What follows belongs to an exercise in optimizing a design on an open flow for small area, a short achievable clock period and few clock cycles per item; a production flow would make more cautious choices.
Where RTL was checked, it was by simulation tests only, not by an equivalence proof against the original.
Function not checked in runs 1, 5 and 6: the RTL went through the layout flow alone.

==> flow/flow/run.sh <==
#!/bin/bash
# Own layout flow: the standard layout (standard.sh), except that
#  - the technology mapping step of the standard synthesis runs ABC with the
#    script in flow/map.abc instead of ORFS's abc_speed/abc_area script;
#  - every input and output port still gets its own buffer, but the port
#    buffers are sky130_fd_sc_hd__buf_1 (buffer_ports -buffer_cell);
#  - the floorplan step does not run its pre-placement timing repair, which
#    times the unplaced netlist with wire-load models (REMOVE_ABC_BUFFERS=1);
#    timing is repaired after placement, CTS and global routing as usual.
# Everything else (Yosys passes, flip-flop mapping, flattening, renaming,
# floorplan, placement, CTS, routing) is the standard flow unchanged.
set -euo pipefail
W=$(pwd)
# ORFS synth.tcl with only the ABC script swapped
sed -e "s#log_cmd abc {\*}\$abc_args#log_cmd abc -script $W/flow/map.abc {*}[lrange \$abc_args 2 end]#" \
    "$FLOW_HOME/scripts/synth.tcl" > "$W/synth_mod.tcl"
grep -q "flow/map.abc" "$W/synth_mod.tcl"
# synth_recipe.tcl with synth.tcl replaced by the copy above
sed -e "s#source \$::env(SCRIPTS_DIR)/synth.tcl#source $W/synth_mod.tcl#" \
    "$W/synth_recipe.tcl" > "$W/own_synth.tcl"
grep -q "synth_mod.tcl" "$W/own_synth.tcl"
# standard.sh with the synthesis script replaced
sed -e "s#SYNTH_SCRIPT=[^ ]*#SYNTH_SCRIPT=$W/own_synth.tcl 'BUFFER_PORTS_ARGS=-inputs -outputs -buffer_cell sky130_fd_sc_hd__buf_1' REMOVE_ABC_BUFFERS=1#" \
    "$W/standard.sh" > "$W/own_standard.sh"
grep -q "own_synth.tcl" "$W/own_standard.sh"
grep -q "buffer_cell" "$W/own_standard.sh"
grep -q "REMOVE_ABC_BUFFERS=1" "$W/own_standard.sh"
bash "$W/own_standard.sh" finish > "$W/flow_make.log" 2>&1
test -f "$W/out/final.def"
==> flow/flow/map.abc <==
strash; &get -n; &dch -f; &nf -R 1000; &put; topo; stime -c
==> flow/standard.sh <==
#!/bin/bash
# synth_recipe.tcl (not shown) runs the flow's synth.tcl, then flattens the netlist and writes it again
# the make line also repeats each setting of config.mk as NAME=value (left out here)
make -C /OpenROAD-flow-scripts/flow DESIGN_CONFIG=/design/flow/config.mk WORK_HOME=/design/flow/orfs CLKGATE_MAP_FILE= SYNTH_SCRIPT=/design/flow/synth_recipe.tcl "${@:-finish}"
==> flow/config.mk <==
export PLATFORM = sky130hd
export DESIGN_NAME = ln_aes128
export DESIGN_NICKNAME = ln_aes128
export VERILOG_FILES = /design/flow/design.v
export SDC_FILE = /design/flow/constraint.sdc
export NUM_CORES = 4
export LEC_CHECK = 0
export CAP_MARGIN = 20
export CELL_PAD_IN_SITES_DETAIL_PLACEMENT = 0
export CELL_PAD_IN_SITES_GLOBAL_PLACEMENT = 0
export CORE_MARGIN = 2
export CORE_UTILIZATION = 60
export CTS_BUF_LIST = sky130_fd_sc_hd__clkbuf_4 sky130_fd_sc_hd__clkbuf_8
export GPL_ROUTABILITY_DRIVEN = 1
export PLACE_DENSITY = 0.75
export SETUP_SLACK_MARGIN = 3.0
export SLEW_MARGIN = 20
==> flow/constraint.sdc <==
create_clock -name core_clock -period 10.0 [get_ports {clk}]
set_input_delay 2.0000 -clock core_clock [delete_from_list [all_inputs] [get_ports {clk}]]
set_output_delay 2.0000 -clock core_clock [all_outputs]
set_load 0.01 [all_outputs]
==> flow/design.v <==
`timescale 1ns/1ps
module ln_aes128 (
    input  wire         clk,
    input  wire         rst,       
    input  wire         start,     
    input  wire [127:0] key,
    input  wire [127:0] din,
    output wire         ready,
    output reg          done,      
    output wire [127:0] dout
);
    function [7:0] aes_sbox;
        input [7:0] x;
        reg U0, U1, U2, U3, U4, U5, U6, U7, T1, T2, T3, T4, T5, T6, T7, T8, T9, T10, T11, T12, T13, T14, T15, T16, T17, T18, T19, T20, T21, T22, T23, T24, T25, T26, T27, D, M1, M2, M3, M4, M5, M6, M7, M8, M9, M10, M11, M12, M13, M14, M15, M16, M17, M18, M19, M20, M21, M22, M23, M24, M25, M26, M27, M28, M29, M30, M31, M32, M33, M34, M35, M36, M37, M38, M39, M40, M41, M42, M43, M44, M45, M46, M47, M48, M49, M50, M51, M52, M53, M54, M55, M56, M57, M58, M59, M60, M61, M62, M63, L0, L1, L2, L3, L4, L5, L6, L7, L8, L9, L10, L11, L12, L13, L14, L15, L16, L17, L18, L19, L20, L21, L22, L23, L24, L25, L26, L27, L28, L29;
        begin
            U0 = x[7];
            U1 = x[6];
            U2 = x[5];
            U3 = x[4];
            U4 = x[3];
            U5 = x[2];
            U6 = x[1];
            U7 = x[0];
            T1 = U0^U3;
            T2 = U0^U5;
            T3 = U0^U6;
            T4 = U3^U5;
            T5 = U4^U6;
            T6 = T1^T5;
            T7 = U1^U2;
            T8 = U7^T6;
            T9 = U7^T7;
            T10 = T6^T7;
            T11 = U1^U5;
            T12 = U2^U5;
            T13 = T3^T4;
            T14 = T6^T11;
            T15 = T5^T11;
            T16 = T5^T12;
            T17 = T9^T16;
            T18 = U3^U7;
            T19 = T7^T18;
            T20 = T1^T19;
            T21 = U6^U7;
            T22 = T7^T21;
            T23 = T2^T22;
            T24 = T2^T10;
            T25 = T20^T17;
            T26 = T3^T16;
            T27 = T1^T12;
            D = U7;
            M1 = T13&T6;
            M2 = T23&T8;
            M3 = T14^M1;
            M4 = T19&D;
            M5 = M4^M1;
            M6 = T3&T16;
            M7 = T22&T9;
            M8 = T26^M6;
            M9 = T20&T17;
            M10 = M9^M6;
            M11 = T1&T15;
            M12 = T4&T27;
            M13 = M12^M11;
            M14 = T2&T10;
            M15 = M14^M11;
            M16 = M3^M2;
            M17 = M5^T24;
            M18 = M8^M7;
            M19 = M10^M15;
            M20 = M16^M13;
            M21 = M17^M15;
            M22 = M18^M13;
            M23 = M19^T25;
            M24 = M22^M23;
            M25 = M22&M20;
            M26 = M21^M25;
            M27 = M20^M21;
            M28 = M23^M25;
            M29 = M28&M27;
            M30 = M26&M24;
            M31 = M20&M23;
            M32 = M27&M31;
            M33 = M27^M25;
            M34 = M21&M22;
            M35 = M24&M34;
            M36 = M24^M25;
            M37 = M21^M29;
            M38 = M32^M33;
            M39 = M23^M30;
            M40 = M35^M36;
            M41 = M38^M40;
            M42 = M37^M39;
            M43 = M37^M38;
            M44 = M39^M40;
            M45 = M42^M41;
            M46 = M44&T6;
            M47 = M40&T8;
            M48 = M39&D;
            M49 = M43&T16;
            M50 = M38&T9;
            M51 = M37&T17;
            M52 = M42&T15;
            M53 = M45&T27;
            M54 = M41&T10;
            M55 = M44&T13;
            M56 = M40&T23;
            M57 = M39&T19;
            M58 = M43&T3;
            M59 = M38&T22;
            M60 = M37&T20;
            M61 = M42&T1;
            M62 = M45&T4;
            M63 = M41&T2;
            L0 = M61^M62;
            L1 = M50^M56;
            L2 = M46^M48;
            L3 = M47^M55;
            L4 = M54^M58;
            L5 = M49^M61;
            L6 = M62^L5;
            L7 = M46^L3;
            L8 = M51^M59;
            L9 = M52^M53;
            L10 = M53^L4;
            L11 = M60^L2;
            L12 = M48^M51;
            L13 = M50^L0;
            L14 = M52^M61;
            L15 = M55^L1;
            L16 = M56^L0;
            L17 = M57^L1;
            L18 = M58^L8;
            L19 = M63^L4;
            L20 = L0^L1;
            L21 = L1^L7;
            L22 = L3^L12;
            L23 = L18^L2;
            L24 = L15^L9;
            L25 = L6^L10;
            L26 = L7^L9;
            L27 = L8^L10;
            L28 = L11^L14;
            L29 = L11^L17;
            aes_sbox[7] = L6^L24;
            aes_sbox[6] = ~(L16^L26);
            aes_sbox[5] = ~(L19^L28);
            aes_sbox[4] = L6^L21;
            aes_sbox[3] = L20^L22;
            aes_sbox[2] = L25^L29;
            aes_sbox[1] = ~(L13^L27);
            aes_sbox[0] = ~(L6^L23);
        end
    endfunction
    function [7:0] xtime;
        input [7:0] a;
        xtime = {a[6:0], 1'b0} ^ (a[7] ? 8'h1b : 8'h00);
    endfunction
    reg  [127:0] state;    
    reg  [127:0] rkey;     
    reg  [3:0]   rnd;      
    wire         busy = (rnd != 4'd0) && (rnd != 4'd10);
    assign ready = !busy;
    reg [7:0] rcon;
    always @(*) begin
        case (rnd)
            4'd1:    rcon = 8'h02;
            4'd2:    rcon = 8'h04;
            4'd3:    rcon = 8'h08;
            4'd4:    rcon = 8'h10;
            4'd5:    rcon = 8'h20;
            4'd6:    rcon = 8'h40;
            4'd7:    rcon = 8'h80;
            4'd8:    rcon = 8'h1b;
            4'd9:    rcon = 8'h36;
            default: rcon = 8'h01;
        endcase
    end
    wire [127:0] ksrc = busy ? rkey : key;
    wire [31:0] kw0 = ksrc[127:96], kw1 = ksrc[95:64], kw2 = ksrc[63:32], kw3 = ksrc[31:0];
    wire [31:0] kt  = {aes_sbox(kw3[23:16]), aes_sbox(kw3[15:8]),
                       aes_sbox(kw3[7:0]), aes_sbox(kw3[31:24])};
    wire [31:0] kp0 = kw0 ^ {rcon, 24'h0};
    wire [31:0] kp1 = kp0 ^ kw1;
    wire [31:0] kp2 = kp1 ^ kw2;
    wire [31:0] kp3 = kp2 ^ kw3;
    wire [127:0] nk = {kp0 ^ kt, kp1 ^ kt, kp2 ^ kt, kp3 ^ kt};
    wire [127:0] mix;
    genvar gi;
    generate
        for (gi = 0; gi < 4; gi = gi + 1) begin : g_mc
            wire [7:0] a0 = state[127 - 32*gi -: 8],      a1 = state[127 - 32*gi - 8 -: 8];
            wire [7:0] a2 = state[127 - 32*gi - 16 -: 8], a3 = state[127 - 32*gi - 24 -: 8];
            wire [7:0] t  = a0 ^ a1 ^ a2 ^ a3;
            assign mix[127 - 32*gi      -: 8] = t ^ xtime(a0 ^ a1);
            assign mix[127 - 32*gi - 8  -: 8] = t ^ xtime(a1 ^ a2);
            assign mix[127 - 32*gi - 16 -: 8] = t ^ xtime(a2 ^ a3);
            assign mix[127 - 32*gi - 24 -: 8] = t ^ xtime(a3 ^ a0);
        end
    endgenerate
    wire [127:0] x = ((busy ? state : din) ^ ksrc) ^ (mix & {128{busy}});
    wire [127:0] state_d;
    generate
        for (gi = 0; gi < 16; gi = gi + 1) begin : g_sb
            assign state_d[127 - 8*gi -: 8] =
                aes_sbox(x[127 - 8*(((gi/4 + gi%4) % 4)*4 + gi%4) -: 8]);
        end
    endgenerate
    assign dout = state ^ rkey;
    always @(posedge clk) begin
        state <= state_d;
        rkey  <= nk;
        if (rst) begin
            rnd  <= 4'd0;
            done <= 1'b0;
        end else begin
            done <= (rnd == 4'd9);
            if (busy)
                rnd <= rnd + 4'd1;
            else if (start)
                rnd <= 4'd1;
            else
                rnd <= 4'd0;
        end
    end
endmodule
==> results of run 1 <==
-- synth_stat cells, types with 2 or more instances --
cell,instances,area share (%)
xnor2_1,1463,38
xor2_1,929,24
nor2_1,378,4.2
nand2_1,318,3.5
dfxtp_1,261,15
mux2i_1,259,7.6
nand2b_1,53,0.97
a21oi_1,52,0.76
clkinv_1,51,0.56
ha_1,46,1.7
o21ai_0,41,0.60
a211oi_1,32,0.71
nor2b_1,30,0.55
and2_0,15,0.28
o22ai_1,8,0.15
a22o_1,7,0.18
a22oi_1,7,0.15
o2bb2ai_1,6,0.15
or2_0,6,0.11
nor3_1,5,0.074
o211a_1,5,0.15
o21a_1,5,0.11
o22a_1,5,0.13
nand3_1,4,0.059
and3b_1,2,0.051
mux2_1,2,0.066
o311ai_0,2,0.051
o31ai_1,2,0.044
or3_1,2,0.037
-- stage by stage --
| stage | util (%) | setup TNS [ns] | hold slack [ns] |
|---|---|---|---|
| 4_1_cts | 68.81 | 0 | 0.5912 |
| 2_1_floorplan | - | -5823.22 | 0.5615 |
| 6_report | 74.05 | 0 | 0.5928 |
| 5_1_grt | 74.05 | 0 | 0.6187 |
| 3_3_place_gp | 65.21 | 0 | 0.5963 |
| 3_5_place_dp | 65.21 | 0 | 0.6126 |
-- registers in the layout (all words and copies together), names as in the netlist --
signal and cells:
rkey 128, done 1, rnd 4, state 128
-- worst register-to-register path, delay by kind of cell, from the launching register on --
kind / cells / cell delay (ns)
buffers and inverters: 5 / 1.18
multiplexers: 1 / 0.46
flip-flops: 1 / 0.41
XOR/XNOR: 16 / 3.77
AND/OR/NAND/NOR: 2 / 0.24
adder cells (fa/ha/maj): 2 / 0.51
AO/OA/AOI/OAI: 2 / 0.26
-- logic make-up after synthesis --
logic type / synth area share [%]
XOR/XNOR: 61.56
multiplexers: 7.684
adder cells (fa/ha/maj): 1.691
buffers and inverters: 0.5625
AND/OR/NAND/NOR: 9.854
flip-flops: 15.35
AO/OA/AOI/OAI: 3.291
-- cell usage in the layout (no fill, tap or decap), types with 5 or more instances in the layout --
cell type / instances
clkinv_2: 6
mux2i_4: 31
clkinv_1: 50
a211oi_2: 6
and2_0: 15
mux2i_1: 193
nor2b_1: 30
a21oi_1: 47
o211a_1: 5
a22o_1: 7
ha_1: 46
nor3_1: 5
xnor2_2: 183
or2_0: 6
xnor2_4: 17
xnor2_1: 1263
xor2_1: 811
nand2b_1: 53
nand2_1: 318
clkbuf_4: 14
mux2i_2: 35
buf_1: 388
xor2_2: 106
o21a_1: 5
clkbuf_8: 63
a211oi_1: 26
buf_4: 71
nor2_1: 378
buf_6: 6
o22ai_1: 8
o2bb2ai_1: 5
o21ai_0: 37
xor2_4: 12
o22a_1: 5
dfxtp_1: 260
-- cell type report --
class | count | area share, %
antenna | 1 | 0.006005
clock buffer | 77 | 2.333
clock inverter | 10 | 0.3093
inverter | 51 | 0.4594
multi-input combinational | 3690 | 76.67
sequential | 261 | 12.54
tap | 756 | 2.270
timing repair buffer | 474 | 5.410
-- timing repair --
item                                    in CTS  in global routing
endpoints found under the setup margin     243                226
gates resized for setup                    135                351
pin swaps                                    5                 47
setup buffers                                5                 50
endpoints found under the hold margin        0                  0
hold buffers                                 0                  0
gates cloned                                 1                  1
-- metal layers --
layer	wire, µm	vias up
met5	0	-
met4	8340	0
met3	9427	349
met2	53250	1323
met1	47180	13890
li1	-	13640
-- how the worst max path moves through the flow --
stage,from,endpoint,slack (ns),cells past startpoint
global route,rnd[1],rkey[23],2.76,28
floorplan,rnd[0],rkey[10],-24.48,26
finish,rnd[1],rkey[22],3.09,28
CTS,rnd[0],state[18],2.87,27
global placement,key[23],rkey[30],1.96,22
detailed placement,key[23],rkey[30],1.82,22
==> out/metrics.yaml, run 1 <==
critical_path:
  worstSetupStartpointType: "register"
  reg2reg_from: "rnd[1]"
  critPathTopFamily: "XOR/XNOR gates"
  end_kind: "register"
  crit_required_ns: 10.58
  crit_path_top_delay_cell: "mux2i_4"
  r2r_slack_ns: 3.09
  reg2reg_to: "rkey[22]"
  arrival_ns: 7.49
  critical_path.max_stage_delay_ns: 0.46
  cpMostUsedCell: "xnor2_1"
  worstPathMaxFanout: 35
  worstSetupPathType: "reg2reg"
  crit_buf_inv: 5
  r2r_cells: 28
worst_hold_path:
  hp-class: "reg2reg"
  min_delay_path_depth: 2
  whs_endpoint: "done"
  hold_start: "rnd[3]"
clocking:
  root_buffer: "clkbuf_8"
  cts_tree: "built"
  htreeDepth: 2
  cts_buffer_depth: 3
  clk_latency_ns: 0.67
  path_clk_slew_ns: 0.06
  cts_buffers: 49
  cts.sinks: 261
drt:
  drtAntennaViolNets: 0
  vias_per_cell: 5.490
  wire_per_inst_um: 22.22
  drt_iter0_drc: 2261
  first_pass_iters: 5
  finalWirelength_um: 118200
  vias: 29210
  drc: 0
final_layout:
  final_cell_area_um2: 41670
  multi_input_area_um2: 31950
  fillCellCount: 4164
  drive_gt1_share_pct: 12.67
  nNetsFinal: 4832
  stdcell_count: 5320
  syn2layout_area_growth_pct: 22.46
  regArea_um2: 5226
place:
  dp.final_hpwl_um: 94090
  gp_congestion: 1.024
  dp_slack_ns: 1.823
  placedInstanceArea_um2: 36700
  dp_cells: 5175
  portBuffers: 388
grt:
  grt_start_max_net_pins: 51
  grt_util_met3_pct: 5.705
  grt_usage_pct: 37.34
  gr-usage-met1_pct: 47.87
  met2_usage_pct: 59.89
  grt_busiest_layer: "met2"
  grt_pass1_wl_um: 167000
  grt_pass1_vias: 28080
  grt_overflow: 0
  antenna_found_initial: 2
sta:
  relSlewSlack_pct: 41.02
  min_period_ns: 6.907
  timing.fmax_mhz: 144.8
  final.period_utilization_pct: 69.07
  finalClockSkew_ns: 0.03098
  hold_viol_final: 0
  final-setup-viol-count: 0
  worst_pin_slew_ns: 0.8817
  setup_slack_ns: 3.093
  rsz0062_at_grt: "true"
  slew_viol_final: 0
die:
  die_h_um: 242.2
  die_w_um: 242.2
  rows: 87
  die-area_um2: 58640
  core_area_um2: 56280
  start_util_pct: 60.47
  ios: 389
logic_synthesis:
  synth_cell_type_count: 35
  synth_edf_count: 0
  async_reset_ff_share_pct: 0
  syn_avg_cell_area_um2: 8.503
  ys.flop_type: "dfxtp_1"
  yosysSeqAreaShare_pct: 15.35
  netlist_instances: 4002
  synth_area_um2: 34030
  synth_seq_cells: 261
  yosysWarnings: 1
run_status:
  status: "no timing/DRC/antenna violations"
run:
  drv_cap: 0
==> inputs of run 2 (changes only) <==
--- a/flow/design.v
+++ b/flow/design.v
@@ -178,3 +178,4 @@
     end
-    wire [127:0] ksrc = busy ? rkey : key;
+    reg          kidle;
+    wire [127:0] ksrc = {busy ? rkey[127:32] : key[127:32], kidle ? key[31:0] : rkey[31:0]};
     wire [31:0] kw0 = ksrc[127:96], kw1 = ksrc[95:64], kw2 = ksrc[63:32], kw3 = ksrc[31:0];
@@ -200,3 +201,3 @@
     endgenerate
-    wire [127:0] x = ((busy ? state : din) ^ ksrc) ^ (mix & {128{busy}});
+    wire [127:0] x = busy ? (state ^ mix ^ rkey) : (din ^ key);
     wire [127:0] state_d;
@@ -213,6 +214,8 @@
         if (rst) begin
-            rnd  <= 4'd0;
-            done <= 1'b0;
+            rnd   <= 4'd0;
+            done  <= 1'b0;
+            kidle <= 1'b1;
         end else begin
-            done <= (rnd == 4'd9);
+            done  <= (rnd == 4'd9);
+            kidle <= busy ? (rnd == 4'd9) : !start;
             if (busy)
--- a/flow/config.mk
+++ b/flow/config.mk
@@ -15,3 +15,3 @@
 export PLACE_DENSITY = 0.75
-export SETUP_SLACK_MARGIN = 3.0
+export SETUP_SLACK_MARGIN = 3.3
 export SLEW_MARGIN = 20
==> run 2 against run 1 <==
Still clean. Final cell count fell by 0.24%. Fmax rose by 5.6%. Synthesized area down 1.3%. Via count hardly changed. Wire length is 1.0% higher. Non-clock buffer count decreased by 24. Flip-flop and latch count grew 1. Critical path type is now in2reg. Critical endpoint is now rkey[0].
==> out/metrics.yaml, run 2 <==
run_status:
  status: "no timing/DRC/antenna violations"
drt:
  wl_met1_um: 48100  # +1.9%
  drt_iter0_drc: 2396  # +6.0%
  dr_wl_met2_um: 53420  # +0.31%
  first_pass_iters: 6  # +1
  wire_per_inst_um: 22.50  # +1.3%
  vias_per_cell: 5.505  # +0.28%
  wl_met3_um: 9920  # +5.2%
  vias: 29220  # +0.038%
  top_layer: "met5"
  finalWirelength_um: 119400  # +1.0%
  drc: 0  # unchanged
  drtAntennaViolNets: 0  # unchanged
place:
  dp.final_hpwl_um: 98510  # +4.7%
  placedInstanceArea_um2: 36130  # -1.5%
  dp_slack_ns: 1.815  # -0.007330 ns
  portBuffers: 388  # unchanged
  gp_congestion: 1.046  # +2.1%
final_layout:
  fillCellCount: 4403  # +5.7%
  final_cell_area_um2: 40340  # -3.2%
  final_cell_mix: "xnor2_1, xor2_1, nor2_1, buf_1, dfxtp_1"
  drive_gt1_share_pct: 10.62  # -2.0 points
  top_regs: "rkey: 128 flops, state: 128 flops, rnd: 4 flops"
  fin_util_pct: 73.08  # -0.97 points
  final_common_cell: "xnor2_1"
  nNetsFinal: 4821  # -0.23%
  syn2layout_area_growth_pct: 20.15
logic_synthesis:
  async_reset_ff_share_pct: 0  # unchanged
  synth_top_area_cell: "xnor2_1"
  synth_cell_type_count: 36  # +2.9%
  yosysWarnings: 1  # unchanged
  yosys.area_share.simple_pct: 10.83  # +0.98 points
  netlist_instances: 4013  # +0.27%
  yosys.area.top_type_share_pct: 42.47  # +4.8 points
  synth-compound-area-share_pct: 4.923  # +1.6 points
  syn_avg_cell_area_um2: 8.366  # -1.6%
  synth_top_family_by_area: "XOR/XNOR gates"
  synth.cells.most_frequent: "xnor2_1, xor2_1, nor2_1"
  synth_fa_ha_area_share_pct: 1.714  # +0.023 points
  yosysSeqAreaShare_pct: 15.62  # +0.27 points
  synth_edf_count: 0  # unchanged
  synth_area_um2: 33570  # -1.3%
  netlist_top_cells_area: "xnor2_1, xor2_1, dfxtp_1"
  synth_seq_cells: 262  # +0.38%
  ys.flop_type: "dfxtp_1"
  yosysMostFrequentCell: "xnor2_1"
  synth_xor_area_share_pct: 62.22  # +0.66 points
  synth_mux_area_share_pct: 4.189  # -3.5 points
clocking:
  path_clk_slew_ns: 0.06  # about the same
  cts_tree: "built"
  clk_latency_ns: 0.67  # about the same
  htreeDepth: 2  # unchanged
  root_buffer: "clkbuf_8"
  cts_buffer_depth: 3  # unchanged
  cts.sinks: 262  # +0.38%
  cts_buffers: 50  # +2.0%
sta:
  timing.fmax_mhz: 152.8  # +5.6%
  final.period_utilization_pct: 65.43  # -3.6 points
  relSlewSlack_pct: 24.23  # -17 points
  worst_pin_slew_ns: 1.128  # +0.2468 ns
  rsz0062_at_grt: "true"
  final-setup-viol-count: 0  # unchanged
  slew_viol_final: 0  # unchanged
  finalClockSkew_ns: 0.02596  # -0.005020 ns
  setup_slack_ns: 3.457  # +0.3636 ns
  hold_viol_final: 0  # unchanged
  min_period_ns: 6.543  # -0.3636 ns
  fin_hold_ws_ns: 0.5539  # -0.03889 ns
critical_path:
  worstSetupPathType: "in2reg"
  r2r_cells: 23  # -18%
  worstSetupStartpointType: "primary input"
  crit_path_top_delay_cell: "xnor2_1"
  worstPathMaxFanout: 5  # -86%
  reg2reg_from: "state[12]"
  arrival_ns: 7.08  # -0.41 ns
  cp_cell_sequence: "buf_1, mux2i_1, buf_4, xor2_2, buf_4, buf_4, xnor2_4, xor2_2, ha_1, xnor2_1, xnor2_1, xnor2_2, o21ai_0, xor2_1, xnor2_1, xnor2_1, nand2_1, xnor2_4, xnor2_2, xnor2_1, xnor2_1, xnor2_1, xnor2_1, xnor2_1"
  cpMostUsedCell: "xnor2_1"
  cp-startpoint: "key[25]"
  end_kind: "register"
  crit_required_ns: 10.54  # -0.04 ns
  critical_path.max_stage_delay_ns: 0.43  # -0.03 ns
grt:
  grt_usage_pct: 39.14  # +1.8 points
  grt_pass1_vias: 28060  # -0.068%
  grt_pass1_wl_um: 168800  # +1.1%
  antenna_found_initial: 7  # +5
  grt_overflow: 0  # unchanged
  grt_start_max_net_pins: 72  # +41%
die:
  die_h_um: 240.6  # -0.66%
  die_w_um: 240.6  # -0.66%
  start_util_pct: 60.82  # +0.36 points
  rows: 86  # -1.1%
  ios: 389  # unchanged
  die-area_um2: 57870  # -1.3%
  core_area_um2: 55200  # -1.9%
run:
  drv_cap: 0  # unchanged
worst_hold_path:
  min_delay_path_depth: 2  # unchanged
  hp-class: "reg2reg"
  hold_start: "rnd[0]"
run 2: cell types whose count changed in the layout (fill, tap and decap cells not counted), sizes merged, moves of 9 or more:
cell    change
xnor2     +165
mux2i     -123
nand2b     +13
and2       +11
nand2      -62
nor2       +30
a21o        +9
o21ai      +15
xor2      -177
a21oi     +103
nor2b      +33
buf        -23
run 2: what timing repair did:
item	in CTS	in global routing
hold buffers	0	0
setup endpoints to repair	210	195
gates cloned	1	1
pin swaps	5	40
resized for setup	121	271
setup buffers	11	37
run 2: cell families after synthesis:
logic type | count (synthesis)
buf+inv | 45
mux | 140
xor+xnor | 2382
fa+ha+maj | 46
compound gates | 288
flops | 262
simple gates | 850
run 2: critical path, delay by kind of cell:
kind            cells  cell delay (ns)
fa+ha+maj           1             0.28
buf+inv             4             0.67
compound gates      1             0.17
simple gates        1             0.20
xor+xnor           16             3.66
mux                 1             0.10
run 2: area by class of cell:
| cell class | instances | area (µm²) | area share, % |
|---|---|---|---|
| clock inverter | 20 | 262.8 | 0.6513 |
| inverter | 45 | 168.9 | 0.4187 |
| tap | 748 | 935.9 | 2.320 |
| clock buffer | 74 | 962.2 | 2.385 |
| timing repair buffer | 450 | 2029 | 5.031 |
| multi-input combinational | 3707 | 30730 | 76.18 |
| antenna | 1 | 2.502 | 0.006203 |
| sequential | 262 | 5249 | 13.01 |
run 2: through the flow:
| step | setup TNS [ns] | instances |
|---|---|---|
| floorplan | -2981.35 | 4013 |
| global placement | 0 | 5162 |
| detailed placement | 0 | 5162 |
| CTS | 0 | 5268 |
| global route | 0 | 5307 |
| finish | 0 | 5307 |
run 2: path summary, 6_finish.rpt:
check         endpoint  slack, ns
max reg2reg  state[98]       3.56
min reg2reg     rnd[0]       0.55
max            rkey[0]       3.46
min             rnd[0]       0.55
run 2: routing by layer:
metal	global-route usage, %	vias up
li1	-	13680
met1	49.95	13850
met2	62.68	1334
met3	6.028	349
met4	22.92	6
met5	0	-
Testbench counts of run 2, summed over its fixed seeds: cycles 16,000, blocks 1,600.
==> inputs of run 3 (changes only) <==
--- a/flow/config.mk
+++ b/flow/config.mk
@@ -15,3 +15,3 @@
 export PLACE_DENSITY = 0.75
-export SETUP_SLACK_MARGIN = 3.3
+export SETUP_SLACK_MARGIN = 3.0
 export SLEW_MARGIN = 20
==> run 3 against run 2 <==
Still clean. Sequential share of layout area up 0.50 points. Synthesized cell count stayed put. Die area stayed put. Via count down 1.6%. Critical path type unchanged. Critical endpoint is now rkey[26].
==> out/metrics.yaml, run 3 <==
run_status:
  status: "no timing/DRC/antenna violations"
grt:
  grt_start_max_net_pins: 72  # unchanged
  grt_pass1_wl_um: 167600  # -0.74%
  grt_pass1_vias: 27810  # -0.87%
  grt_usage_pct: 38.85  # -0.29 points
  antenna_found_initial: 7  # unchanged
  grt_overflow: 0  # unchanged
final_layout:
  final_common_cell: "xnor2_1"
  regArea_um2: 5249  # unchanged
  fin_util_pct: 70.37  # -2.7 points
  fillCellCount: 4646  # +5.5%
  multi_input_area_um2: 29560  # -3.8%
  final_cell_area_um2: 38840  # -3.7%
  drive_gt1_share_pct: 7.039  # -3.6 points
  nNetsFinal: 4781  # -0.83%
  top_regs: "rkey: 128 flops, state: 128 flops, rnd: 4 flops"
  final_cell_mix: "xnor2_1, xor2_1, nor2_1, buf_1, dfxtp_1"
  syn2layout_area_growth_pct: 15.70
  stdcell_count: 5268  # -0.73%
place:
  gp_congestion: 1.046  # unchanged
  dp_cells: 5162  # unchanged
  placedInstanceArea_um2: 36130  # unchanged
  dp.final_hpwl_um: 98510  # unchanged
  portBuffers: 388  # unchanged
logic_synthesis:
  yosysSeqAreaShare_pct: 15.62  # unchanged
  syn_avg_cell_area_um2: 8.366  # unchanged
  synth_area_um2: 33570  # unchanged
  yosysMostFrequentCell: "xnor2_1"
  synth_seq_cells: 262  # unchanged
  yosys.area.top_type_share_pct: 42.47  # unchanged
  async_reset_ff_share_pct: 0  # unchanged
  yosysWarnings: 1  # unchanged
  netlist_instances: 4013  # unchanged
  synth_top_area_cell: "xnor2_1"
  ys.flop_type: "dfxtp_1"
  netlist_top_cells_area: "xnor2_1, xor2_1, dfxtp_1"
  synth.cells.most_frequent: "xnor2_1, xor2_1, nor2_1"
  synth_edf_count: 0  # unchanged
  synth_cell_type_count: 36  # unchanged
critical_path:
  worstSetupStartpointType: "primary input"
  end_kind: "register"
  crit_buf_inv: 2  # -2
  r2r_cells: 28  # +22%
  cp_cell_sequence: "buf_1, mux2i_1, xor2_2, xor2_2, xnor2_1, ha_1, xnor2_1, xnor2_1, xnor2_1, clkinv_1, a21o_1, xnor2_1, xnor2_2, xnor2_1, nand2_1, xor2_4, xnor2_2, xnor2_1, xnor2_1, xnor2_2, xnor2_2, xnor2_1, xnor2_1"
  crit_required_ns: 10.52  # -0.02 ns
  reg2reg_to: "state[10]"
  cpMostUsedCell: "xnor2_1"
  critPathTopFamily: "XOR/XNOR gates"
  r2r_slack_ns: 3.32  # -0.24 ns
  worstSetupPathType: "in2reg"
  crit_path_top_delay_cell: "mux2i_1"
  reg2reg_from: "rnd[0]"
  worstPathMaxFanout: 6  # +1
  critical_path.max_stage_delay_ns: 0.41  # -0.02 ns
  arrival_ns: 7.29  # +0.21 ns
drt:
  first_pass_iters: 6  # unchanged
  drtAntennaViolNets: 0  # unchanged
  wire_per_inst_um: 22.13  # -1.7%
  vias: 28740  # -1.6%
  drt_iter0_drc: 2384  # -0.50%
  drc: 0  # unchanged
  finalWirelength_um: 116600  # -2.4%
  vias_per_cell: 5.456  # -0.89%
die:
  die_h_um: 240.6  # unchanged
  rows: 86  # unchanged
  core_area_um2: 55200  # unchanged
  ios: 389  # unchanged
  die_w_um: 240.6  # unchanged
  die-area_um2: 57870  # unchanged
  start_util_pct: 60.82  # unchanged
clocking:
  htreeDepth: 2  # unchanged
  cts-hold-fix-buffers: 0  # unchanged
  cts.sinks: 262  # unchanged
  clk_latency_ns: 0.66  # about the same
  cts_buffers: 50  # unchanged
  cts_buffer_depth: 3  # unchanged
  root_buffer: "clkbuf_8"
  cts_tree: "built"
  path_clk_slew_ns: 0.06  # about the same
sta:
  relSlewSlack_pct: 25.33  # +1.1 points
  timing.fmax_mhz: 147.8  # -3.3%
  worst_pin_slew_ns: 1.112  # -0.01642 ns
  slew_viol_final: 0  # unchanged
  fin_tns_setup_ns: 0  # unchanged
  hold_viol_final: 0  # unchanged
  final.period_utilization_pct: 67.67  # +2.2 points
  final-setup-viol-count: 0  # unchanged
  min_period_ns: 6.767  # +0.2237 ns
  rsz0062_at_grt: "true"
  finalClockSkew_ns: 0.02372  # -0.002241 ns
worst_hold_path:
  min_delay_path_depth: 2  # unchanged
  hp-class: "reg2reg"
  hold_start: "rnd[0]"
  whs_endpoint: "rnd[0]"
run:
  drv_cap: 0  # unchanged
## run 3: per-layer routing
layer	global-route usage (%)	wire length, µm	vias to the layer above
li1	-	-	13610
met2	62.68	52040	1283
met4	21.19	7119	6
met5	0	34	-
met3	6.176	9604	296
met1	49.64	47780	13550
## run 3: worst reg2reg max path: cells and delay by family (launching register included)
family,cells,cell delay (ns)
adder cells (fa/ha/maj),1,0.17
XOR/XNOR,13,3.40
buffers and inverters,5,1.02
AO/OA/AOI/OAI,3,0.83
flip-flops,1,0.34
AND/OR/NAND/NOR,6,0.83
## run 3: kinds of logic after synthesis
| group | synth area share (%) |
|---|---|
| compound gates | 4.923 |
| fa+ha+maj | 1.714 |
| xor+xnor | 62.22 |
| mux | 4.189 |
| simple gates | 10.83 |
| buf+inv | 0.5031 |
| flops | 15.62 |
## run 3: worst max path at each step
stage,from,cells after the start,slack [ns],end
5_1_grt,key[19],23,2.87,rkey[26]
3_5_place_dp,key[7],21,1.82,rkey[10]
2_1_floorplan,rnd[0],23,-15.15,state[90]
3_3_place_gp,key[29],20,1.77,rkey[3]
6_report,key[19],23,3.23,rkey[26]
4_1_cts,state[73],23,2.92,state[10]
## run 3: layout make-up
class | count | share of cell area, %
well taps | 748 | 2.409
inverters | 45 | 0.4348
flip-flops and latches | 262 | 13.51
multi-input cells | 3707 | 76.11
clock buffers | 74 | 2.477
repair buffers | 410 | 4.368
diodes | 2 | 0.01288
clock inverters | 20 | 0.6764
## run 3: metrics by stage
| step | hold WS, ns | setup slack [ns] |
|---|---|---|
| floorplan | 0.5077 | -15.15 |
| CTS | 0.5573 | 2.916 |
| finish | 0.5545 | 3.233 |
| detailed placement | 0.5412 | 1.815 |
| global route | 0.6017 | 2.867 |
| global placement | 0.5386 | 1.772 |
## run 3: repair_timing
item                       in CTS  in global routing
setup buffers                   3                  6
gates resized for setup        43                177
gates cloned                    1                  0
setup endpoints to repair     124                183
pin swaps                       0                 12
==> inputs of run 4 (changes only) <==
--- a/flow/design.v
+++ b/flow/design.v
@@ -162,3 +162,4 @@
     wire         busy = (rnd != 4'd0) && (rnd != 4'd10);
-    assign ready = !busy;
+    reg          bsy;
+    assign ready = !bsy;
     reg [7:0] rcon;
@@ -179,3 +180,3 @@
     reg          kidle;
-    wire [127:0] ksrc = {busy ? rkey[127:32] : key[127:32], kidle ? key[31:0] : rkey[31:0]};
+    wire [127:0] ksrc = {bsy ? rkey[127:32] : key[127:32], kidle ? key[31:0] : rkey[31:0]};
     wire [31:0] kw0 = ksrc[127:96], kw1 = ksrc[95:64], kw2 = ksrc[63:32], kw3 = ksrc[31:0];
@@ -201,3 +202,3 @@
     endgenerate
-    wire [127:0] x = busy ? (state ^ mix ^ rkey) : (din ^ key);
+    wire [127:0] x = bsy ? (state ^ mix ^ rkey) : (din ^ key);
     wire [127:0] state_d;
@@ -217,2 +218,3 @@
             kidle <= 1'b1;
+            bsy   <= 1'b0;
         end else begin
@@ -220,2 +222,3 @@
             kidle <= busy ? (rnd == 4'd9) : !start;
+            bsy   <= busy ? (rnd != 4'd9) : start;
             if (busy)
==> run 4 against run 3 <==
Still clean. Die area rose by 0.25%. Global-route usage increased by 0.23 points. Register-to-register slack improved by 0.06 ns. Worst setup slack lost 0.017 ns. Synthesized cell count is 0.55% higher. Fmax fell by 0.25%. Via count hardly changed. Count of clock-buffer cells in the layout down 3. Critical path depth decreased by 1. Utilization shrank 0.82 points.
==> out/metrics.yaml, run 4 <==
drt:
  drc: 0  # unchanged
  drt_iter0_drc: 2282  # -4.3%
  drtAntennaViolNets: 0  # unchanged
  finalWirelength_um: 117800  # +1.0%
  vias_per_cell: 5.439  # -0.31%
  first_pass_iters: 5  # -1
  vias: 28720  # -0.080%
  wire_per_inst_um: 22.31  # +0.82%
critical_path:
  crit_required_ns: 10.54  # +0.02 ns
  worstSetupStartpointType: "primary input"
  arrival_ns: 7.32  # +0.03 ns
  end_kind: "register"
  reg2reg_from: "state[79]"
  worstSetupPathType: "in2reg"
  cp-startpoint: "key[23]"
  worstPathMaxFanout: 5  # -1
logic_synthesis:
  synth_area_um2: 33660  # +0.25%
  netlist_instances: 4035  # +0.55%
  netlist_top_cells_area: "xnor2_1, xor2_1, dfxtp_1"
  async_reset_ff_share_pct: 0  # unchanged
  synth_seq_cells: 263  # +0.38%
  yosysWarnings: 1  # unchanged
  synth_cell_type_count: 37  # +2.8%
  yosysSeqAreaShare_pct: 15.64  # +0.020 points
  ys.flop_type: "dfxtp_1"
  syn_avg_cell_area_um2: 8.342  # -0.29%
  yosysMostFrequentCell: "xnor2_1"
  synth.cells.most_frequent: "xnor2_1, xor2_1, nor2_1"
  yosys.area.top_type_share_pct: 41.14  # -1.3 points
  synth_top_area_cell: "xnor2_1"
  synth_edf_count: 0  # unchanged
clocking:
  htreeDepth: 2  # unchanged
  cts_buffers: 49  # -2.0%
  cts.sinks: 263  # +0.38%
  cts_tree: "built"
  root_buffer: "clkbuf_8"
  cts-hold-fix-buffers: 0  # unchanged
  cts_buffer_depth: 3  # unchanged
  clk_latency_ns: 0.66  # about the same
  path_clk_slew_ns: 0.06  # about the same
grt:
  grt_usage_pct: 39.08  # +0.23 points
  grt_pass1_vias: 27370  # -1.6%
  grt_start_max_net_pins: 133  # +85%
  grt_overflow: 0  # unchanged
  grt_pass1_wl_um: 168600  # +0.63%
  antenna_found_initial: 2  # -5
final_layout:
  nNetsFinal: 4801  # +0.42%
  top_regs: "rkey: 128 flops, state: 128 flops, rnd: 4 flops"
  final_cell_mix: "xnor2_1, xor2_1, buf_1, nor2_1, nand2_1"
  syn2layout_area_growth_pct: 14.28
  multi_input_area_um2: 29350  # -0.72%
  drive_gt1_share_pct: 5.960  # -1.1 points
  final_common_cell: "xnor2_1"
  regArea_um2: 5273  # +0.45%
  fillCellCount: 4777  # +2.8%
sta:
  final-setup-viol-count: 0  # unchanged
  hold_viol_final: 0  # unchanged
  setup_slack_ns: 3.216  # -0.01678 ns
  worst_pin_slew_ns: 1.232  # +0.1199 ns
  relSlewSlack_pct: 17.00  # -8.3 points
  finalClockSkew_ns: 0.05158  # +0.02787 ns
  final.period_utilization_pct: 67.84  # +0.17 points
  fin_hold_ws_ns: 0.5283  # -0.02628 ns
  min_period_ns: 6.784  # +0.01678 ns
  timing.fmax_mhz: 147.4  # -0.25%
  slew_viol_final: 0  # unchanged
  rsz0062_at_grt: "true"
run:
  drv_cap: 0  # unchanged
die:
  die_h_um: 240.9  # +0.12%
  ios: 389  # unchanged
  core_area_um2: 55310  # +0.19%
  die-area_um2: 58010  # +0.25%
  die_w_um: 240.9  # +0.12%
  rows: 86  # unchanged
  start_util_pct: 60.86  # about the same
place:
  portBuffers: 388  # unchanged
  dp.final_hpwl_um: 100100  # +1.6%
  gp_congestion: 1.079  # +3.2%
  dp_slack_ns: 1.716  # -0.09936 ns
worst_hold_path:
  hp-class: "reg2reg"
  hold_start: "rnd[0]"
run_status:
  status: "no timing/DRC/antenna violations"
[run 4: cell count changes after synthesis, sizes merged, moves of 9 or more]
| cell | previous run | this run |
|---|---|---|
| xor2 | 752 | 829 |
| nand2 | 256 | 322 |
| xnor2 | 1628 | 1581 |
| a211oi | 36 | 3 |
| nor2 | 408 | 386 |
| nor2b | 63 | 48 |
| a22oi | 3 | 16 |
| a21oi | 154 | 144 |
| nor3 | 13 | 4 |
[run 4: repair_timing]
action / 4_1_cts / 5_1_grt
gates resized for setup: 29 / 152
pin swaps: 0 / 7
setup endpoints to repair: 62 / 164
setup buffers: 0 / 11
[run 4: logic make-up after synthesis]
logic type               share of synthesized area [%]
buffers and inverters                           0.4907
AO/OA/AOI/OAI                                    4.360
XOR/XNOR                                         62.84
AND/OR/NAND/NOR                                  10.90
adder cells (fa/ha/maj)                          1.710
flip-flops                                       15.64
multiplexers                                     4.052
[run 4: path summary, 6_finish.rpt]
| path | end | slack [ns] | cells past startpoint |
|---|---|---|---|
| hold / removal | rnd[0] | 0.53 | 1 |
| setup / recovery | rkey[31] | 3.22 | 22 |
| setup reg to reg | state[10] | 3.38 | 22 |
| hold reg to reg | rnd[0] | 0.53 | 1 |
[run 4: worst max-delay path, cell delays in order]
cell	delay, ns
buf_1	0.13
mux2i_4	0.34
xor2_2	0.31
xor2_2	0.33
xor2_1	0.23
ha_1	0.20
xor2_1	0.27
xnor2_1	0.16
xnor2_2	0.26
clkinv_1	0.15
o21ai_0	0.23
xor2_1	0.32
xnor2_1	0.24
xnor2_1	0.19
nand2_1	0.12
xor2_2	0.36
xnor2_2	0.18
xnor2_1	0.35
xnor2_1	0.20
xnor2_2	0.35
xnor2_1	0.20
xnor2_1	0.18
[run 4: layout make-up]
type | instances | area share, %
antenna | 2 | 0.01301
clock buffer | 71 | 2.394
clock inverter | 14 | 0.4261
inverter | 44 | 0.4359
multi-input combinational | 3728 | 76.30
sequential | 263 | 13.71
tap | 748 | 2.433
timing repair buffer | 410 | 4.290
[run 4: metal layers]
layer,up-vias,routed length [µm],GRT usage [%]
met1,13650,48830,50.24
met2,1196,53480,64.18
met5,-,0,0
li1,13610,-,-
met3,259,8707,5.421
met4,0,6774,19.42
[run 4: through the flow]
stage	util [%]	TNS, ns	std cells	instance area (µm²)
finish	69.55	0	5280	38470
global route	69.55	0	5279	38460
CTS	67.66	0	5267	37420
detailed placement	65.39	0	5182	36160
global placement	65.39	0	5182	36160
floorplan	-	-618.65	4035	33660
Testbench counts of run 4, summed over its fixed seeds: cycles 16,000, blocks 1,600.
==> inputs of run 5 (changes only) <==
--- a/flow/design.v
+++ b/flow/design.v
@@ -162,4 +162,3 @@
     wire         busy = (rnd != 4'd0) && (rnd != 4'd10);
-    reg          bsy;
-    assign ready = !bsy;
+    assign ready = !busy;
     reg [7:0] rcon;
@@ -180,3 +179,3 @@
     reg          kidle;
-    wire [127:0] ksrc = {bsy ? rkey[127:32] : key[127:32], kidle ? key[31:0] : rkey[31:0]};
+    wire [127:0] ksrc = {busy ? rkey[127:32] : key[127:32], kidle ? key[31:0] : rkey[31:0]};
     wire [31:0] kw0 = ksrc[127:96], kw1 = ksrc[95:64], kw2 = ksrc[63:32], kw3 = ksrc[31:0];
@@ -189,3 +188,3 @@
     wire [127:0] nk = {kp0 ^ kt, kp1 ^ kt, kp2 ^ kt, kp3 ^ kt};
-    wire [127:0] mix;
+    wire [127:0] mk;
     genvar gi;
@@ -195,10 +194,12 @@
             wire [7:0] a2 = state[127 - 32*gi - 16 -: 8], a3 = state[127 - 32*gi - 24 -: 8];
-            wire [7:0] t  = a0 ^ a1 ^ a2 ^ a3;
-            assign mix[127 - 32*gi      -: 8] = t ^ xtime(a0 ^ a1);
-            assign mix[127 - 32*gi - 8  -: 8] = t ^ xtime(a1 ^ a2);
-            assign mix[127 - 32*gi - 16 -: 8] = t ^ xtime(a2 ^ a3);
-            assign mix[127 - 32*gi - 24 -: 8] = t ^ xtime(a3 ^ a0);
+            wire [7:0] k0 = rkey[127 - 32*gi -: 8],       k1 = rkey[127 - 32*gi - 8 -: 8];
+            wire [7:0] k2 = rkey[127 - 32*gi - 16 -: 8],  k3 = rkey[127 - 32*gi - 24 -: 8];
+            wire [7:0] d0 = a0 ^ a1, d1 = a1 ^ a2, d2 = a2 ^ a3, d3 = a3 ^ a0;
+            assign mk[127 - 32*gi      -: 8] = xtime(d0) ^ (a1 ^ k0) ^ d2;
+            assign mk[127 - 32*gi - 8  -: 8] = xtime(d1) ^ (a2 ^ k1) ^ d3;
+            assign mk[127 - 32*gi - 16 -: 8] = xtime(d2) ^ (a3 ^ k2) ^ d0;
+            assign mk[127 - 32*gi - 24 -: 8] = xtime(d3) ^ (a0 ^ k3) ^ d1;
         end
     endgenerate
-    wire [127:0] x = bsy ? (state ^ mix ^ rkey) : (din ^ key);
+    wire [127:0] x = busy ? mk : (din ^ key);
     wire [127:0] state_d;
@@ -218,3 +219,2 @@
             kidle <= 1'b1;
-            bsy   <= 1'b0;
         end else begin
@@ -222,3 +222,2 @@
             kidle <= busy ? (rnd == 4'd9) : !start;
-            bsy   <= busy ? (rnd != 4'd9) : start;
             if (busy)
==> run 5 against run 4 <==
Global-route usage fell by 0.55 points. First-iteration DRC count fell by 5.6%. Still clean on timing, DRC and antenna. Highest routed layer is now met5. Critical path type is now reg2reg. Critical endpoint is now state[2]. Clock skew fell by 0.032 ns.
==> out/metrics.yaml, run 5 <==
drt:
  drc: 0  # unchanged
  drtAntennaViolNets: 0  # unchanged
  finalWirelength_um: 118500  # +0.60%
  first_pass_iters: 7  # +2
  vias_per_cell: 5.487  # +0.88%
  vias: 29450  # +2.5%
  wire_per_inst_um: 22.08  # -1.0%
  drt_iter0_drc: 2155  # -5.6%
logic_synthesis:
  synth_xor_area_share_pct: 62.68  # -0.17 points
  synth_edf_count: 0  # unchanged
  synth_top_area_cell: "xnor2_1"
  async_reset_ff_share_pct: 0  # unchanged
  synth_area_um2: 34310  # +1.9%
  yosysSeqAreaShare_pct: 15.29  # -0.35 points
  yosysWarnings: 1  # unchanged
  yosys.area_share.simple_pct: 10.29  # -0.61 points
  synth_mux_area_share_pct: 4.027  # -0.025 points
  syn_avg_cell_area_um2: 8.363  # +0.25%
  netlist_top_cells_area: "xnor2_1, xor2_1, dfxtp_1"
  synth_fa_ha_area_share_pct: 1.678  # -0.032 points
  synth_seq_cells: 262  # -0.38%
  synth.cells.most_frequent: "xnor2_1, xor2_1, nor2_1"
  synth_cell_type_count: 31  # -16%
  ys.flop_type: "dfxtp_1"
  netlist_instances: 4102  # +1.7%
  synth-compound-area-share_pct: 5.467  # +1.1 points
  yosys.area.top_type_share_pct: 40.75  # -0.39 points
  synth_top_family_by_area: "XOR/XNOR gates"
  yosysMostFrequentCell: "xnor2_1"
grt:
  antenna_found_initial: 2  # unchanged
  grt_pass1_vias: 28650  # +4.7%
  grt_start_max_net_pins: 109  # -18%
  grt_overflow: 0  # unchanged
  grt_usage_pct: 38.54  # -0.55 points
  grt_pass1_wl_um: 173000  # +2.6%
clocking:
  cts.sinks: 262  # -0.38%
  path_clk_slew_ns: 0.06  # about the same
  htreeDepth: 2  # unchanged
  cts_buffers: 50  # +2.0%
  root_buffer: "clkbuf_8"
  clk_latency_ns: 0.65  # about the same
  cts-hold-fix-buffers: 0  # unchanged
  cts_buffer_depth: 3  # unchanged
  cts_tree: "built"
die:
  die-area_um2: 59100  # +1.9%
  ios: 389  # unchanged
  rows: 87  # +1.2%
  start_util_pct: 60.72  # -0.14 points
  core_area_um2: 56500  # +2.1%
  die_h_um: 243.1  # +0.94%
  die_w_um: 243.1  # +0.94%
sta:
  slew_viol_final: 0  # unchanged
  rsz0062_at_grt: "true"
  timing.fmax_mhz: 145.9  # -1.1%
  min_period_ns: 6.856  # +0.07242 ns
  relSlewSlack_pct: 37.79  # +21 points
  fin_tns_setup_ns: 0  # unchanged
  finalClockSkew_ns: 0.01951  # -0.03207 ns
  hold_viol_final: 0  # unchanged
  worst_pin_slew_ns: 0.9332  # -0.2988 ns
  final-setup-viol-count: 0  # unchanged
  final.period_utilization_pct: 68.56  # +0.72 points
place:
  gp_congestion: 1.043  # -3.3%
  dp_cells: 5262  # +1.5%
  portBuffers: 388  # unchanged
  placedInstanceArea_um2: 36870  # +1.9%
  dp.final_hpwl_um: 99440  # -0.69%
final_layout:
  nNetsFinal: 4877  # +1.6%
  final_cell_mix: "xnor2_1, xor2_1, buf_1, nor2_1, nand2_1"
  final_common_cell: "xnor2_1"
  diodes: 0  # -2
  syn2layout_area_growth_pct: 15.94
  top_regs: "rkey: 128 flops, state: 128 flops, rnd: 4 flops"
  fin_util_pct: 70.40  # +0.85 points
  stdcell_count: 5367  # +1.6%
  final_cell_area_um2: 39770  # +3.4%
  drive_gt1_share_pct: 7.439  # +1.5 points
critical_path:
  worstPathMaxFanout: 108  # +103
  r2r_cells: 26  # +18%
  end_kind: "register"
  worstSetupStartpointType: "register"
  arrival_ns: 7.39  # +0.07 ns
  crit_required_ns: 10.53  # about the same
  worstSetupPathType: "reg2reg"
worst_hold_path:
  hp-class: "reg2reg"
  min_delay_path_depth: 3  # +2
run_status:
  status: "no timing/DRC/antenna violations"
run:
  drv_cap: 0  # unchanged
run 5: changes by cell type in the layout (fill, tap and decap cells not counted), moves of 10 or more:
cell	delta
a211oi_1	+62
nand2_1	-41
xnor2_2	+25
xor2_1	+21
nor2b_1	+15
o21ai_0	-14
a21oi_2	+12
a22oi_1	-12
xnor2_1	-12
and2_0	+10
nand2b_1	-10
run 5: stage by stage:
stage          worst slack, ns  hold slack (ns)
2_1_floorplan           -15.40           0.5612
3_3_place_gp             1.766           0.6268
3_5_place_dp             1.725           0.6379
4_1_cts                  2.920           0.6486
5_1_grt                  2.699           0.7383
6_report                 3.144           0.6539
run 5: logic make-up (layout without fill, tap and decap cells):
kind of cell	count (synthesis)	count (layout)
flip-flops	262	262
AND/OR/NAND/NOR	832	832
XOR/XNOR	2455	2455
buffers and inverters	52	560
adder cells (fa/ha/maj)	46	46
AO/OA/AOI/OAI	317	318
multiplexers	138	138
run 5: area by class of cell:
type	count	area, µm²
Sequential cell	262	5248
Inverter	52	195.2
Multi-Input combinational cell	3789	30510
Clock buffer	73	929.6
Clock inverter	18	215.2
Timing Repair Buffer	417	1727
Tap cell	756	945.9
Fill cell	4749	16720
run 5: worst max-delay path: stages, from the launching register on:
cell and delay [ns]:
dfxtp_1 0.46, clkinv_1 0.15, ha_1 0.25, nor2b_1 0.18, nor2_2 0.30, a21oi_4 0.09, buf_12 0.17, buf_16 0.21
a211oi_1 0.59, a21oi_1 0.24, xnor2_2 0.28, xnor2_2 0.35, xor2_1 0.15, ha_1 0.24, xnor2_1 0.28, xnor2_1 0.16
xnor2_2 0.27, o21ai_0 0.17, xor2_1 0.35, xnor2_1 0.20, clkinv_1 0.14, xnor2_1 0.19, nor2_1 0.08, xnor2_1 0.47
xnor2_1 0.26, xnor2_1 0.19, xnor2_1 0.13
run 5: path summary, 6_finish.rpt:
kind | slack [ns] | from | to
max | 3.14 | rnd[0] | state[2]
min | 0.65 | rnd[0] | rnd[0]
max reg2reg | 3.14 | rnd[0] | state[2]
min reg2reg | 0.65 | rnd[0] | rnd[0]
run 5: per-layer routing:
layer | global-route usage [%] | part of all wire, % | vias to the layer above
li1 | - | - | 13930
met1 | 48.82 | 40 | 13780
met2 | 62.40 | 45 | 1378
met3 | 5.241 | 8.0 | 365
met4 | 22.81 | 7.0 | 2
met5 | 0 | 0.011 | -
run 5: timing repair:
item	CTS	global route
gates cloned	1	0
setup buffers	2	11
pin swaps	2	9
hold endpoints to repair	0	0
resized for setup	72	184
setup endpoints to repair	141	166
==> inputs of run 6 (changes only) <==
--- a/flow/flow/run.sh
+++ b/flow/flow/run.sh
@@ -8,3 +8,5 @@
 #    times the unplaced netlist with wire-load models (REMOVE_ABC_BUFFERS=1);
-#    timing is repaired after placement, CTS and global routing as usual.
+#    timing is repaired after placement, CTS and global routing as usual;
+#  - clock tree synthesis runs with ORFS's arguments plus -dont_use_dummy_load
+#    (no dummy load cells on the clock tree), with the CTS_BUF_LIST buffers.
 # Everything else (Yosys passes, flip-flop mapping, flattening, renaming,
@@ -22,3 +24,3 @@
 # standard.sh with the synthesis script replaced
-sed -e "s#SYNTH_SCRIPT=[^ ]*#SYNTH_SCRIPT=$W/own_synth.tcl 'BUFFER_PORTS_ARGS=-inputs -outputs -buffer_cell sky130_fd_sc_hd__buf_1' REMOVE_ABC_BUFFERS=1#" \
+sed -e "s#SYNTH_SCRIPT=[^ ]*#SYNTH_SCRIPT=$W/own_synth.tcl 'BUFFER_PORTS_ARGS=-inputs -outputs -buffer_cell sky130_fd_sc_hd__buf_1' REMOVE_ABC_BUFFERS=1 'CTS_ARGS=-sink_clustering_enable -repair_clock_nets -dont_use_dummy_load -buf_list {sky130_fd_sc_hd__clkbuf_4 sky130_fd_sc_hd__clkbuf_8}'#" \
     "$W/standard.sh" > "$W/own_standard.sh"
@@ -27,2 +29,3 @@
 grep -q "REMOVE_ABC_BUFFERS=1" "$W/own_standard.sh"
+grep -q "dont_use_dummy_load" "$W/own_standard.sh"
 bash "$W/own_standard.sh" finish > "$W/flow_make.log" 2>&1
==> run 6 against run 5 <==
Global-route usage shrank 0.15 points. Non-clock buffer count up 6. Critical path type is now in2reg. Critical endpoint is now rkey[2].
==> out/metrics.yaml, run 6 <==
sta:
  final.period_utilization_pct: 68.37  # -0.19 points
  timing.fmax_mhz: 146.3  # +0.28%
  relSlewSlack_pct: 37.16  # -0.63 points
  final-setup-viol-count: 0  # unchanged
  hold_viol_final: 0  # unchanged
  rsz0062_at_grt: "true"
  finalClockSkew_ns: 0.03174  # +0.01222 ns
  fin_hold_ws_ns: 0.6457  # -0.008211 ns
  slew_viol_final: 0  # unchanged
  worst_pin_slew_ns: 0.9426  # +0.009430 ns
  min_period_ns: 6.837  # -0.01946 ns
  setup_slack_ns: 3.163  # +0.01946 ns
critical_path:
  worstSetupPathType: "in2reg"
  worstPathMaxFanout: 5  # -95%
  worstSetupStartpointType: "primary input"
  critical_path.max_stage_delay_ns: 0.39  # -0.20 ns
  arrival_ns: 7.36  # -0.03 ns
  end_kind: "register"
  crit_required_ns: 10.52  # about the same
  cp_cell_sequence: "buf_1, mux2i_2, xor2_2, xor2_2, xor2_1, ha_1, xnor2_1, xnor2_1, xor2_1, a21oi_1, a22o_1, xnor2_1, xnor2_1, nand2_1, xor2_2, xnor2_2, xor2_1, xnor2_1, xnor2_1, xnor2_2, xnor2_1, xnor2_1"
  crit_path_top_delay_cell: "mux2i_2"
  cpMostUsedCell: "xnor2_1"
drt:
  vias_per_cell: 5.507  # +0.37%
  first_pass_iters: 5  # -2
  vias: 29380  # -0.25%
  wire_per_inst_um: 22.27  # +0.88%
  finalWirelength_um: 118800  # +0.26%
  drt_iter0_drc: 2460  # +14%
  drtAntennaViolNets: 0  # unchanged
  drc: 0  # unchanged
final_layout:
  nNetsFinal: 4883  # +0.12%
  top_regs: "rkey: 128 flops, state: 128 flops, rnd: 4 flops"
  final_common_cell: "xnor2_1"
  final_cell_mix: "xnor2_1, xor2_1, buf_1, nor2_1, nand2_1"
  drive_gt1_share_pct: 7.168  # -0.27 points
  syn2layout_area_growth_pct: 15.10
grt:
  grt_pass1_vias: 28500  # -0.53%
  grt_usage_pct: 38.38  # -0.15 points
  grt_start_max_net_pins: 109  # unchanged
  antenna_found_initial: 3  # +1
  grt_overflow: 0  # unchanged
  grt_pass1_wl_um: 172200  # -0.49%
logic_synthesis:
  ys.flop_type: "dfxtp_1"
  async_reset_ff_share_pct: 0  # unchanged
  syn_avg_cell_area_um2: 8.363  # unchanged
  yosysMostFrequentCell: "xnor2_1"
  synth_top_area_cell: "xnor2_1"
  yosysWarnings: 1  # unchanged
  synth_cell_type_count: 31  # unchanged
  netlist_top_cells_area: "xnor2_1, xor2_1, dfxtp_1"
  yosysSeqAreaShare_pct: 15.29  # unchanged
  yosys.area.top_type_share_pct: 40.75  # unchanged
  synth_seq_cells: 262  # unchanged
  netlist_instances: 4102  # unchanged
  synth_area_um2: 34310  # unchanged
  synth.cells.most_frequent: "xnor2_1, xor2_1, nor2_1"
  synth_edf_count: 0  # unchanged
clocking:
  cts_buffer_depth: 3  # unchanged
  htreeDepth: 2  # unchanged
  root_buffer: "clkbuf_8"
  path_clk_slew_ns: 0.06  # about the same
  cts_buffers: 50  # unchanged
  cts-hold-fix-buffers: 0  # unchanged
  clk_latency_ns: 0.64  # about the same
  cts.sinks: 262  # unchanged
  cts_tree: "built"
die:
  die-area_um2: 59100  # unchanged
  die_w_um: 243.1  # unchanged
  rows: 87  # unchanged
  ios: 389  # unchanged
  start_util_pct: 60.72  # unchanged
  die_h_um: 243.1  # unchanged
  core_area_um2: 56500  # unchanged
place:
  portBuffers: 388  # unchanged
  dp_slack_ns: 1.725  # unchanged
  gp_congestion: 1.043  # unchanged
  dp.final_hpwl_um: 99440  # unchanged
run_status:
  status: "no timing/DRC/antenna violations"
worst_hold_path:
  hp-class: "reg2reg"
run:
  drv_cap: 0  # unchanged
[run 6: cell counts after synthesis]
Identical to the previous run, type by type.
[run 6: metrics by stage]
stage | instances | setup TNS [ns] | util [%] | area (µm²)
after CTS | 5316 | 0 | 67.23 | 37980
after floorplan | 4102 | -3039.77 | - | 34310
after detailed placement | 5262 | 0 | 65.25 | 36870
after global placement | 5262 | 0 | 65.25 | 36870
final | 5334 | 0 | 69.89 | 39490
after global routing | 5333 | 0 | 69.89 | 39480
[run 6: worst paths after layout]
path	slack [ns]	depth (start not counted)	start	to
setup reg to reg	3.24	25	rnd[0]	state[10]
hold reg to reg	0.65	3	rnd[0]	rnd[0]
hold / removal	0.65	3	rnd[0]	rnd[0]
setup / recovery	3.16	22	key[29]	rkey[2]
[run 6: timing repair]
action                                  in CTS  in global routing
endpoints found under the setup margin     142                168
cloned                                       1                  1
pin swaps                                    2                 12
gates resized for setup                     68                207
buffers inserted                             3                 15
[run 6: metal layers]
layer	vias up	global-route usage, %	part of all wire, %
li1	13890	-	-
met1	13770	48.81	40
met2	1356	62.03	45
met3	358	5.075	8.0
met4	0	22.77	7.0
met5	-	0	0
[run 6: cell type report]
class,instances,area (µm²)
Clock buffer,50,688.2
Multi-Input combinational cell,3789,30620
Tap cell,756,945.9
Antenna cell,2,5.005
Sequential cell,262,5246
Inverter,52,195.2
Fill cell,4788,17010
Timing Repair Buffer,423,1784
[run 6: cell families (layout without fill, tap and decap cells)]
| kind of cell | Yosys count | count (layout) | share of synthesized area, % |
|---|---|---|---|
| fa+ha+maj | 46 | 46 | 1.678 |
| flops | 262 | 262 | 15.29 |
| buf+inv | 52 | 525 | 0.5690 |
| compound gates | 317 | 318 | 5.467 |
| mux | 138 | 138 | 4.027 |
| other cells | 0 | 2 | 0 |
| simple gates | 832 | 832 | 10.29 |
| xor+xnor | 2455 | 2455 | 62.68 |
[run 6: critical path: cells and delay by family]
kind                     cells  cell delay, ns
AO/OA/AOI/OAI                2            0.44
XOR/XNOR                    16            4.01
adder cells (fa/ha/maj)      1            0.29
buffers and inverters        1            0.11
multiplexers                 1            0.39
AND/OR/NAND/NOR              1            0.12

==> afterwards: timing with drivers on the ports <==
In the flow no input, the clock included, has a driving cell. The finished layouts below were timed again as built, in two steps. Step 1: set_driving_cell puts a clkbuf_16 on clk and a buf_2 on each other input, an assumption about the parent block. Step 2 times the ports against the registers' clock, not the clock port: input delays grow and output delays shrink by t, the midpoint of the rising clock arrivals with the driver on. Slacks: ideal / step 1 / step 2; pairs: ideal / step 1.
run | t, ns | setup slack, ns | latest minus earliest clock arrival (ns)
run 1 | 0.718 | 3.093 / 3.093 / 2.606 | 0.031 / 0.031
run 2 | 0.714 | 3.457 / 3.495 / 2.781 | 0.026 / 0.026
run 3 | 0.713 | 3.233 / 3.278 / 2.565 | 0.024 / 0.024
run 4 | 0.694 | 3.216 / 3.255 / 2.561 | 0.052 / 0.052
run 5 | 0.701 | 3.144 / 3.144 / 2.548 | 0.021 / 0.022
run 6 | 0.685 | 3.163 / 3.202 / 2.517 | 0.033 / 0.033
After both steps every run listed still meets setup and hold. The setup slack of run 2, which loses most, moves by +0.038 ns with the drivers and by -0.676 ns with both steps.
